This design comes from an exercise in tuning for small area, a short achievable clock period and few clock cycles per item on the open sky130 flow, not from production work.
Where RTL was checked, it was by simulation tests only, not by an equivalence proof against the original.
Power is estimated from default activity; no workload was simulated.

==> flow/design.v (excerpt) <==
module boholt_dec (
    input  wire        clk,
    input  wire        rst,
    input  wire        in_valid,
    input  wire [31:0] in_data,
    input  wire        in_last,
    output reg         in_ready,
    output reg         out_valid,
    output reg  [15:0] out_item,
    output reg         done,
    output wire [2:0]  res_fault,
    output wire [12:0] res_fault_pos,
    output wire        res_crc_bad,
    output wire [12:0] res_count,
    output wire        hist_we,
    output wire [11:0] hist_waddr,
    output wire [15:0] hist_wdata,
    output reg         hist_re,
    output reg  [11:0] hist_raddr,
    input  wire [15:0] hist_rdata
);
    localparam [15:0] SYNC = 16'hB0B7;
    localparam [31:0] CRC_RESIDUE = 32'hDEBB20E3;
    localparam [2:0] F_NONE     = 3'd0,
                     F_ILLEGAL  = 3'd1,
                     F_DISTANCE = 3'd2,
                     F_OVERRUN  = 3'd3,
                     F_TRUNC    = 3'd4,
                     F_HEADER   = 3'd5;
    localparam [1:0] S_HDR   = 2'd0,    
                     S_CHK   = 2'd1,    
                     S_BODY  = 2'd2,    
                     S_DRAIN = 2'd3;    
    localparam [2:0] T_LIT   = 3'd0,
                     T_SRUN  = 3'd1,
                     T_LRUN  = 3'd2,
  ...
For scale: about 2,400 cells after synthesis, about 140 I/O pins, ~23,000 sq um of cells after synthesis.
export LEC_CHECK = 0
export CAP_MARGIN = 20
export CORE_MARGIN = 2
export CORE_UTILIZATION = 60
export CTS_BUF_LIST = sky130_fd_sc_hd__clkbuf_4 sky130_fd_sc_hd__clkbuf_8
export PLACE_DENSITY = 0.75
export SETUP_SLACK_MARGIN = 5
export SLEW_MARGIN = 20
create_clock -name core_clock -period 12.0 [get_ports {clk}]
standard.sh (not shown) runs the stock make flow with config.mk's settings and CLKGATE_MAP_FILE= SYNTH_SCRIPT=/design/flow/synth_recipe.tcl, a recipe that flattens the netlist after the stock synthesis.
==> flow/flow/run.sh <==
#!/bin/bash
# The standard layout (standard.sh, with its synthesis unchanged), with
#  - each port buffered, as the standard flow does, with the smallest buffer
#    cell (timing repair resizes it where needed).
# Every tool's output goes to standard.log in this folder.
set -euo pipefail
MARGIN=8.0
sed "s/SETUP_SLACK_MARGIN=[0-9.]*/SETUP_SLACK_MARGIN=$MARGIN/" standard.sh > standard_margin.sh
export BUFFER_PORTS_ARGS="-buffer_cell sky130_fd_sc_hd__buf_1"
bash standard_margin.sh > standard.log 2>&1
Change:
--- a/flow/design.v
+++ b/flow/design.v
@@ -115,20 +115,15 @@
             default: len_m1 = {2'd0, tok_w[25:16]} + 12'd2;
         endcase
     end
     wire        t_lit   = (tok_c == T_LIT || tok_c == T_STO);
     wire        t_cp    = (tok_c == T_SRUN || tok_c == T_LRUN || tok_c == T_MATCH);
     wire        t_ram   = (tok_c == T_MATCH) && (d_m1[11:1] != 11'd0);
     wire        t_p2    = (tok_c == T_MATCH) && (d_m1 == 12'd1);
-    wire        t_m     = (tok_c == T_MATCH);
-    wire [11:0] fld     = (tok_c == T_SRUN) ? {8'd0, tok_w[5:2]} :
-                          (tok_c == T_LRUN) ? tok_w[14:3] : {2'd0, tok_w[25:16]};
-    wire [13:0] room_c  = {1'b0, room} - (t_m ? 14'd3 : 14'd1);   
-    wire [12:0] np_c    = n_p + (t_m ? 13'd3 : 13'd1);
-    wire        over    = room_c[13] || ({1'b0, fld} > room_c[12:0]);    
+    wire        over    = {1'b0, len_m1} >= room;      
     wire        dist_bad = (tok_c == T_MATCH) ? ({1'b0, d_m1} >= n_p) : (n_p == 13'd0);
     wire pop = (st == S_BODY) && tok_v && !pdone && e_idle && (!t_ram || rd_done);
     reg        k_end;
     reg [2:0]  k_fault;
     reg        k_push;
     always @(*) begin
         k_end   = 1'b0;
@@ -186,15 +181,15 @@
     always @(posedge clk) begin
         out_valid <= emit;
         done      <= end_req && e_idle && !done;
         if (done) begin
             end_req <= 1'b0;
             wcnt    <= 12'hFFF;
         end
-        if (emit) begin
+        if (!e_idle || pop) begin
             out_item <= eval;
             prev2    <= out_item;
             wcnt     <= wcnt + 12'd1;
         end
         hist_re    <= rd_first || rd_second || rd_third || rd_more;
         hist_raddr <= rd_first ? n_p[11:0] + ~d_m1 : hist_raddr + 12'd1;
         pre_q      <= rd_first;
@@ -289,15 +284,15 @@
     wire        h_stored = s1[24];
     wire hdr_bad = (s0[15:0] != SYNC) || (crc[15:0] != s0[31:16]) ||
                    f_w1bad || (s1[31:29] != 3'd0) ||
                    (f_c0 && !h_cut) ||
                    (!h_cut && f_plnc) || (h_cut && f_plc) ||
                    (h_stored && !h_cut && f_st);
     assign blk_end  = (st == S_BODY) && pdone && !wl_nz && !v1 && (ph == 2'd0);
-    wire   chk_go   = (st == S_CHK) && !end_req;
+    wire   chk_go   = (st == S_CHK) && (!end_req || done);    
     assign hdr_fail = chk_go && hdr_bad;
     reg rdy_n;
     always @(*) begin
         case (st)
             S_HDR:   rdy_n = take ? (hw == 3'd0) : (hw != 3'd4);
             S_CHK:   rdy_n = chk_go && (hdr_bad || !(h_cut && f_pz));
             S_BODY:  rdy_n = blk_end || (!take && wl_nz && !(v1 && !xfer));
@@ -385,17 +380,18 @@
                 if (pop) begin
                     tok_v <= 1'b0;
                     if (k_end) begin
                         pdone <= 1'b1;
                         fault <= k_fault;
                         flt   <= (k_fault != F_NONE);
                     end
-                    room <= t_cp ? room_c[12:0] - {1'b0, fld} : room - 13'd1;
-                    if (k_push)
-                        n_p  <= t_cp ? np_c + {1'b0, fld} : n_p + 13'd1;
+                    if (k_push) begin
+                        n_p  <= t_cp ? n_p + {1'b0, len_m1} + 13'd1 : n_p + 13'd1;
+                        room <= t_cp ? room + {1'b1, ~len_m1} : room - 13'd1;
+                    end
                 end
                 if (ten) begin
                     tok_v <= 1'b1;
                     tok_c <= t_cls;
                     tok_w <= win;
                     o     <= o_next;
                     if (t_last) tdone <= 1'b1;
After rerunning: The changed run finished clean. Core utilization shrinks by 0.56 points. Wire length goes down by 6.1%. Worst setup slack is better by 0.15 ns. Final area shrinks by 5.7%. Critical path depth drops by 1. Via count is lower by 4.5%. Total power went down by 26%. Clock skew is about the same. Clock-buffer cell count shrinks by 4. Non-clock buffer count fell by 20. Area after synthesis is lower by 3.9%. Register-to-register slack improves by 0.15 ns. First-iteration DRC count goes up by 2.8%. Synthesized cell count fell by 4.3%.
No functional check of the RTL was part of any run of this note.


## job 104
Another version of the RTL of boholt_dec (not shown whole).
Size in the first run: ~2400 cells after synthesis, about 280 flip-flops.
// boholt_dec
module boholt_dec (
    input  wire        clk,
    input  wire        rst,
    input  wire        in_valid,
    input  wire [31:0] in_data,
    input  wire        in_last,
    output wire        in_ready,
    output reg         out_valid,
    output reg  [15:0] out_item,
    output reg         done,
    output wire [2:0]  res_fault,
    output wire [12:0] res_fault_pos,
    output wire        res_crc_bad,
    output wire [12:0] res_count,
    output wire        hist_we,
    output wire [11:0] hist_waddr,
    output wire [15:0] hist_wdata,
    output reg         hist_re,
    output reg  [11:0] hist_raddr,
    input  wire [15:0] hist_rdata
);
    localparam [15:0] SYNC = 16'hB0B7;
    localparam [31:0] CRC_RESIDUE = 32'hDEBB20E3;
    localparam [2:0] F_NONE     = 3'd0,
                     F_ILLEGAL  = 3'd1,
                     F_DISTANCE = 3'd2,
                     F_OVERRUN  = 3'd3,
  ...
==> flow/config.mk <==
export PLATFORM = sky130hd
export DESIGN_NAME = boholt_dec
export DESIGN_NICKNAME = boholt_dec
export VERILOG_FILES = /design/flow/design.v
export SDC_FILE = /design/flow/constraint.sdc
export NUM_CORES = 4
export LEC_CHECK = 0
export CAP_MARGIN = 20
export CORE_MARGIN = 2
export CORE_UTILIZATION = 40
export PLACE_DENSITY = 0.6
export SETUP_SLACK_MARGIN = 5
export SLEW_MARGIN = 20
==> flow/constraint.sdc <==
create_clock -name core_clock -period 12.0 [get_ports {clk}]
set_input_delay 2.4000 -clock core_clock [delete_from_list [all_inputs] [get_ports {clk}]]
set_output_delay 2.4000 -clock core_clock [all_outputs]
set_load 0.01 [all_outputs]
==> flow/flow/run.sh <==
#!/bin/bash
set -euo pipefail
MARGIN=${MARGIN:-8.0}
sed "s/SETUP_SLACK_MARGIN=[0-9.]*/SETUP_SLACK_MARGIN=$MARGIN/" standard.sh > standard_margin.sh
bash standard_margin.sh > standard.log 2>&1
Per the final summary, job 104 finished and its layout is clean on timing, DRC and antenna.
## Diff of input files: job 105 against job 104
-- flow/design.v --
<<< job 104, line 5
    input  wire [31:0] in_data,
    input  wire        in_last,
    output wire        in_ready,
    output reg         out_valid,
    output reg  [15:0] out_item,
>>> job 105, line 5
    input  wire [31:0] in_data,
    input  wire        in_last,
    output reg         in_ready,
    output reg         out_valid,
    output reg  [15:0] out_item,
<<< job 104, line 292
    wire   chk_go   = (st == S_CHK) && !end_req;
    assign hdr_fail = chk_go && hdr_bad;
    assign in_ready = (st == S_HDR)   ? (hw != 3'd4 && (!v1 || hhalf)) :
                      (st == S_BODY)  ? (wl_nz && !v1) :
                      (st == S_DRAIN);
    always @(posedge clk) begin
        if (rst) begin
            st          <= S_HDR;
            hw          <= 3'd0;
            v0          <= 1'b0;
>>> job 105, line 292
    wire   chk_go   = (st == S_CHK) && !end_req;
    assign hdr_fail = chk_go && hdr_bad;
    reg rdy_n;
    always @(*) begin
        case (st)
            S_HDR:   rdy_n = take ? (hw == 3'd0) : (hw != 3'd4);
            S_CHK:   rdy_n = chk_go && (hdr_bad || !(h_cut && f_pz));
            S_BODY:  rdy_n = blk_end || (!take && wl_nz && !(v1 && !xfer));
            default: rdy_n = 1'b1;
        endcase
    end
    always @(posedge clk) begin
        if (rst) begin
            st          <= S_HDR;
            in_ready    <= 1'b1;
            hw          <= 3'd0;
            v0          <= 1'b0;
<<< job 104, line 310
            crc_bad     <= 1'b0;
        end else begin
            if (in_ready) begin
                s1 <= in_data;
>>> job 105, line 317
            crc_bad     <= 1'b0;
        end else begin
            in_ready <= rdy_n;
            if (in_ready) begin
                s1 <= in_data;
### Flow results
- Job 105 against job 104: number of non-clock buffers has decreased, die area has decreased, total wire length has decreased, internal power summed over all cells has decreased, number of sequential cells has increased.
- [compare] base=job 104 new=job 105: share of the final layout cell area in multi-input gates now larger, initial DRC count now larger.
- The number of placed instances, taps included reported for job 105 is smaller than that of job 104 by about 3%.
- Job 105: PASS, flow complete, no timing, DRC or antenna violations
- Job 104 went all the way through the flow, and no timing, DRC or antenna check failed.
- Diff job 105 and job 104: overall power of the completed layout lower in job 105
- Number of clock buffers in the layout shrinks by a few percent when moving from job 104 to job 105.
- Job 105 ends up with a share of the clock period used by the worst path that is 0.73 points lower than in job 104.
Function was not checked in any run of this note: the RTL went through the layout flow alone.


== 02-05 ==
Another version of the RTL of boholt_dec (not shown whole).
Size: ~2300 cells after synthesis, about 140 I/O pins, about 22000 sq um of cells after synthesis.
==> flow/design.v (excerpt) <==
module boholt_dec (
    input  wire        clk,
    input  wire        rst,
    input  wire        in_valid,
    input  wire [31:0] in_data,
    input  wire        in_last,
    output reg         in_ready,
    output reg         out_valid,
    output reg  [15:0] out_item,
    output reg         done,
    output wire [2:0]  res_fault,
    output wire [12:0] res_fault_pos,
    output wire        res_crc_bad,
    output wire [12:0] res_count,
    output wire        hist_we,
    output wire [11:0] hist_waddr,
    output wire [15:0] hist_wdata,
    output reg         hist_re,
    output reg  [11:0] hist_raddr,
    input  wire [15:0] hist_rdata
);
clock: 12.0 ns
lec_check: 0
cap_margin: 20
core_margin: 2
core_utilization: 60
cts_buf_list: sky130_fd_sc_hd__clkbuf_4 sky130_fd_sc_hd__clkbuf_8
place_density: 0.75
setup_slack_margin: 5
slew_margin: 20
==> flow/flow/run.sh <==
#!/bin/bash
# The standard layout (standard.sh, with its synthesis unchanged), with
#  - each port buffered, as the standard flow does, with the smallest buffer
#    cell (timing repair resizes it where needed).
# Every tool's output goes to standard.log in this folder.
set -euo pipefail
MARGIN=8.0
sed "s/SETUP_SLACK_MARGIN=[0-9.]*/SETUP_SLACK_MARGIN=$MARGIN/" standard.sh > standard_margin.sh
export BUFFER_PORTS_ARGS="-buffer_cell sky130_fd_sc_hd__buf_1"
bash standard_margin.sh > standard.log 2>&1
The inputs of 08-28 differ from those of 02-05 as listed below.
-- flow/design.v --
<<< 02-05, line 97
    reg         pre_q;           
    reg         rd_done;         
    reg  [12:0] fpos;            
    reg  [15:0] prev2;
    reg  [11:0] wcnt;            
    assign res_fault     = fault;
    assign res_fault_pos = fpos;
    assign res_crc_bad   = crc_bad;
    assign res_count     = n_p;
>>> 08-28, line 97
    reg         pre_q;           
    reg         rd_done;         
    reg         flt;             
    reg  [15:0] prev2;
    reg  [11:0] wcnt;            
    assign res_fault     = fault;
    assign res_fault_pos = flt ? n_p : 13'd0;
    assign res_crc_bad   = crc_bad;
    assign res_count     = n_p;
<<< 02-05, line 344
                    if (hdr_bad) begin
                        fault       <= F_HEADER;
                        fpos        <= 13'd0;
                        n_p         <= 13'd0;
                        crc_bad     <= 1'b0;
>>> 08-28, line 344
                    if (hdr_bad) begin
                        fault       <= F_HEADER;
                        flt         <= 1'b1;
                        n_p         <= 13'd0;
                        crc_bad     <= 1'b0;
<<< 02-05, line 357
                        n_p     <= 13'd0;
                        fault   <= F_NONE;
                        fpos    <= 13'd0;
                        crc_bad <= 1'b0;
                        crc     <= 32'hFFFFFFFF;
>>> 08-28, line 357
                        n_p     <= 13'd0;
                        fault   <= F_NONE;
                        flt     <= 1'b0;
                        crc_bad <= 1'b0;
                        crc     <= 32'hFFFFFFFF;
<<< 02-05, line 383
                        pdone <= 1'b1;
                        fault <= k_fault;
                        if (k_fault != F_NONE) fpos <= n_p;
                    end
                    room <= t_cp ? room + {1'b1, ~len_m1} : room - 13'd1;
                    if (k_push)
                        n_p  <= t_cp ? n_p + {1'b0, len_m1} + 13'd1 : n_p + 13'd1;
                end
                if (ten) begin
>>> 08-28, line 383
                        pdone <= 1'b1;
                        fault <= k_fault;
                        flt   <= (k_fault != F_NONE);
                    end
                    if (k_push) begin
                        n_p  <= t_cp ? n_p + {1'b0, len_m1} + 13'd1 : n_p + 13'd1;
                        room <= t_cp ? room + {1'b1, ~len_m1} : room - 13'd1;
                    end
                end
                if (ten) begin
Results
08-28 leaves less setup margin than 02-05. Combinational share of power is higher on 02-05. Of the two values seen for top layer used by detailed routing, met4 was produced by 02-05 and met5 by 08-28. The type of the worst setup path comes out register to primary output in one run and register to register in the other, namely in 08-28 and 02-05 respectively. Sequential cell area share: 08-28 vs 02-05 down 0.54 points. Density: 08-28 denser than 02-05. Fmax: 08-28 < 02-05. The clock-buffer cell count of 08-28 is higher than that of 02-05. Share of final-layout standard cells stronger than drive strength 1 in 08-28 vs 02-05: down 0.56 points. Compare 08-28 and 02-05 | number of core rows higher: 02-05.
Testbench counts of 08-28, summed over its fixed seeds: cycles 183,811, items 178,205.
Only the layout flow was run in 02-05; the RTL was not checked for function there.


## main
boholt_dec, a different RTL version from the one above (not shown whole).
For scale: about 2,400 cells after synthesis, ~310 flip-flops, ~140 I/O pins, about 23,000 µm² of cells after synthesis.
// boholt_dec
module boholt_dec (
    input  wire        clk,
    input  wire        rst,
    input  wire        in_valid,
    input  wire [31:0] in_data,
    input  wire        in_last,
    output wire        in_ready,
    output reg         out_valid,
    output reg  [15:0] out_item,
    output reg         done,
    output wire [2:0]  res_fault,
    output wire [12:0] res_fault_pos,
    output wire        res_crc_bad,
    output wire [12:0] res_count,
    output wire        hist_we,
    output wire [11:0] hist_waddr,
    output wire [15:0] hist_wdata,
    output reg         hist_re,
    output reg  [11:0] hist_raddr,
    input  wire [15:0] hist_rdata
);
    localparam [15:0] SYNC = 16'hB0B7;
    localparam [31:0] CRC_RESIDUE = 32'hDEBB20E3;
    localparam [2:0] F_NONE     = 3'd0,
                     F_ILLEGAL  = 3'd1,
                     F_DISTANCE = 3'd2,
                     F_OVERRUN  = 3'd3,
                     F_TRUNC    = 3'd4,
                     F_HEADER   = 3'd5;
    localparam [1:0] S_HDR   = 2'd0,    
                     S_CHK   = 2'd1,    
                     S_BODY  = 2'd2,    
                     S_DRAIN = 2'd3;    
    localparam [2:0] T_LIT   = 3'd0,
                     T_SRUN  = 3'd1,
                     T_LRUN  = 3'd2,
                     T_MATCH = 3'd3,
                     T_EOB   = 3'd4,
                     T_ILL   = 3'd5,
                     T_STO   = 3'd6,    
                     T_LIM   = 3'd7;    
    localparam [2:0] C_LIT = 3'd0,
                     C_P1  = 3'd1,      
                     C_P2  = 3'd2,      
                     C_RAM = 3'd3,      
                     C_END = 3'd4;
    function [15:0] crc16_16(input [15:0] c, input [15:0] d);
        integer i;
        reg [15:0] x;
        begin
            x = c ^ {d[7:0], 8'h00};
            for (i = 0; i < 8; i = i + 1)
                x = x[15] ? ((x << 1) ^ 16'h1021) : (x << 1);
  ...
clock: 12.0 ns
lec_check: 0
cap_margin: 20
core_margin: 2
core_utilization: 40
place_density: 0.6
setup_slack_margin: 5
slew_margin: 20
==> flow/flow/run.sh <==
#!/bin/bash
set -euo pipefail
MARGIN=${MARGIN:-8.0}
sed "s/SETUP_SLACK_MARGIN=[0-9.]*/SETUP_SLACK_MARGIN=$MARGIN/" standard.sh > standard_margin.sh
bash standard_margin.sh > standard.log 2>&1
## Diff of input files: the feature branch against main
--- a/flow/design.v
+++ b/flow/design.v
@@ -74,23 +74,23 @@
     reg         l1;              
     reg  [31:0] s0, s1;
     reg         v0, v1;          
     reg  [4:0]  o;               
     reg         lp0, lp1;        
     reg         pay_end;         
     reg  [1:0]  ph;              
     reg  [11:0] wl;              
     reg         wl_nz;           
     reg  [1:0]  pl_lo;           
     reg         cut, stored;
-    reg  [12:0] maxn;            
+    reg  [12:0] room;            
     reg  [12:0] n_p;             
     reg  [2:0]  fault;
     reg         crc_bad;
     reg         tdone;           
     reg         pdone;           
     reg         end_pending;     
     reg  [31:0] crc;             
     reg         f_w1bad, f_c0, f_plnc, f_plc, f_st, f_pz;
     reg         tok_v;
     reg  [2:0]  tok_c;
     reg  [25:0] tok_w;           
@@ -109,24 +109,23 @@
     reg         flt;             
     reg  [15:0] prev2;
     reg  [11:0] wcnt;            
     assign res_fault     = fault;
     assign res_fault_pos = flt ? n_p : 13'd0;
     assign res_crc_bad   = crc_bad;
     assign res_count     = n_p;
     wire cmd_ram  = (cmd_k == C_RAM);
     wire pop      = cmd_v && e_idle && (!cmd_ram || rd_done);
     wire cmd_free = !cmd_v || pop;
     wire pop_cp   = pop && (cmd_k == C_P1 || cmd_k == C_P2 || cmd_k == C_RAM);
-    wire [12:0] room    = maxn - n_p;                  
-    wire        at_max  = (n_p == maxn);
+    wire        at_max  = (room == 13'd0);
     wire [11:0] d_m1    = tok_w[15:4];                 
     reg  [11:0] len_m1;                                
     always @(*) begin
         case (tok_c)
             T_SRUN:  len_m1 = {8'd0, tok_w[5:2]};
             T_LRUN:  len_m1 = tok_w[14:3];
             default: len_m1 = {2'd0, tok_w[25:16]} + 12'd2;
         endcase
     end
     wire        over    = {1'b0, len_m1} >= room;      
     wire [11:0] cmd_r_n = n_p[11:0] + ~d_m1;           
@@ -331,23 +330,23 @@
                             crc[15:0] <= 16'hFFFF;
                         end else
                             crc[15:0] <= crc16_16(crc[15:0], hhalf ? s1[31:16] : s1[15:0]);
                         if (hidx == 2'd1 && !hhalf) begin
                             f_w1bad <= (s1[31:30] != 2'd0) || (s1[29:27] > 3'd4) ||
                                        (h_count > 13'd4096);
                             f_c0    <= (h_count == 13'd0);
                             f_plnc  <= (h_plen[1:0] != 2'd0) || (h_plen > 14'd8192);
                             f_plc   <= (h_plen > 14'd8708);
                             f_st    <= (h_plen != {h_count[12:1] + {12'd0, h_count[0]}, 2'b00});
                             f_pz    <= (h_plen == 14'd0);
-                            maxn    <= h_count;
+                            room    <= h_count;
                             wl      <= h_plen[13:2] + {11'd0, (h_plen[1:0] != 2'd0)} + 12'd1;
                             pl_lo   <= h_plen[1:0];
                         end
                         hhalf <= 1'b1;
                         if (hhalf) begin
                             v1 <= 1'b0;
                             if (hidx == 2'd3) st <= S_CHK;
                         end
                     end
                     if (take) begin
                         v1    <= 1'b1;
@@ -366,23 +365,23 @@
                             crc_bad     <= 1'b0;
                             cmd_v       <= 1'b1;
                             cmd_k       <= C_END;
                             end_pending <= 1'b1;
                             st          <= l1 ? S_HDR : S_DRAIN;
                         end else begin
                             st      <= S_BODY;
                             cut     <= h_cut;
                             stored  <= h_stored;
                             wl      <= h_cut ? wl - 12'd1 : wl;
                             wl_nz   <= !(h_cut && f_pz);
-                            if (h_cut && !h_stored && maxn == 13'd0) maxn <= 13'd4096;
+                            if (h_cut && !h_stored && room == 13'd0) room <= 13'd4096;
                             n_p     <= 13'd0;
                             fault   <= F_NONE;
                             flt     <= 1'b0;
                             crc_bad <= 1'b0;
                             crc     <= 32'hFFFFFFFF;
                             tdone   <= 1'b0;
                             pdone   <= 1'b0;
                             tok_v   <= 1'b0;
                             pay_end <= f_pz;
                             v0      <= 1'b0;
                             o       <= 5'd0;
@@ -409,22 +408,23 @@
                     end
                     if (tok_pop) begin
                         tok_v <= 1'b0;
                         if (k_end) begin
                             pdone <= 1'b1;
                             fault <= k_fault;
                             flt   <= (k_fault != F_NONE);
                         end
                         if (k_push) begin
                             cmd_v <= 1'b1;
                             n_p   <= is_cp ? n_p + {1'b0, len_m1} + 13'd1 : n_p + 13'd1;
+                            room  <= is_cp ? room + {1'b1, ~len_m1} : room - 13'd1;
                         end
                     end
                     if (ten) begin
                         tok_v <= 1'b1;
                         tok_c <= t_cls;
                         tok_w <= win;
                         o     <= o_next;
                         if (t_last) tdone <= 1'b1;
                         if (retire_c) begin
                             v0 <= 1'b0;
                             if (lp0) pay_end <= 1'b1;
Notes after the runs:
Diff main -> the feature branch: starting utilization of the core area held, clock-buffer cell count now sits higher, proportion of power drawn by combinational gates down 9.6 points, synthesized netlist cell count rose by 15, routed length on met1 shows no meaningful change. Post-route clock period utilization ends up lower on the feature branch. Measured against main, the peak clock frequency supported by timing of the feature branch comes out at 1.09 times the reference value. Area of the die in the feature branch is 1500 µm² below main. [the feature branch vs main] wire length of the first global-routing pass: lower in the feature branch. Cell area after synthesis: the feature branch vs main down 2.6%. Delta (the feature branch minus main): routability congestion estimate now smaller; via count lower. Per the comparison of the feature branch with main, count of plain and timing-repair buffers in the layout picked up an extra about 6%, fraction of met1 tracks used by global routing now smaller.
Function was not checked in any run of this note: the RTL went through the layout flow alone.

-- port drivers added, routing unchanged --
The results above use ideal ports. As a check the final layouts listed here were re-extracted and re-timed, cells and wires unchanged. Step 1 (the two cells are an assumption about what drives the block):
set clk [get_ports {clk}]
set_driving_cell -lib_cell sky130_fd_sc_hd__clkbuf_16 $clk
set_driving_cell -lib_cell sky130_fd_sc_hd__buf_2 [delete_from_list [all_inputs] $clk]
Step 2, shift: input delay + t, output delay - t, t = (earliest + latest rising clock arrival at the registers) / 2. This alone moves slack from input paths to output paths. Slacks: no drivers / after step 1 / after step 2; pairs: no drivers / after step 1.
| run | t, ns | setup WS [ns] | clock arrival spread, ns | slew at the worst register clock pin (ns) | worst data-port slew with drivers (ns) |
|---|---|---|---|---|---|
| the first run of note 1 | 0.708 | 7.835 / 7.835 / 7.670 | 0.051 / 0.050 | 0.07 / 0.07 | 0.04 |
| the second run of note 1 | 0.695 | 7.990 / 7.990 / 7.990 | 0.050 / 0.051 | 0.07 / 0.07 | 0.05 |
| job 104 | 0.605 | 7.944 / 7.887 / 7.641 | 0.029 / 0.029 | 0.07 / 0.07 | 0.06 |
| job 105 | 0.615 | 8.032 / 7.973 / 7.589 | 0.033 / 0.033 | 0.07 / 0.07 | 0.04 |
| 02-05 | 0.698 | 8.103 / 8.057 / 7.977 | 0.046 / 0.046 | 0.07 / 0.07 | 0.04 |
| 08-28 | 0.683 | 8.065 / 8.018 / 8.130 | 0.036 / 0.036 | 0.07 / 0.07 | 0.04 |
| main | 0.621 | 7.433 / 7.433 / 7.433 | 0.013 / 0.013 | 0.07 / 0.07 | 0.04 |
| the feature branch | 0.617 | 7.814 / 7.754 / 7.553 | 0.017 / 0.017 | 0.06 / 0.06 | 0.05 |
After both steps setup and hold are still met in every run listed. For job 105, which loses most, drivers alone change the setup slack by -0.059 ns; drivers and shift together by -0.443 ns.
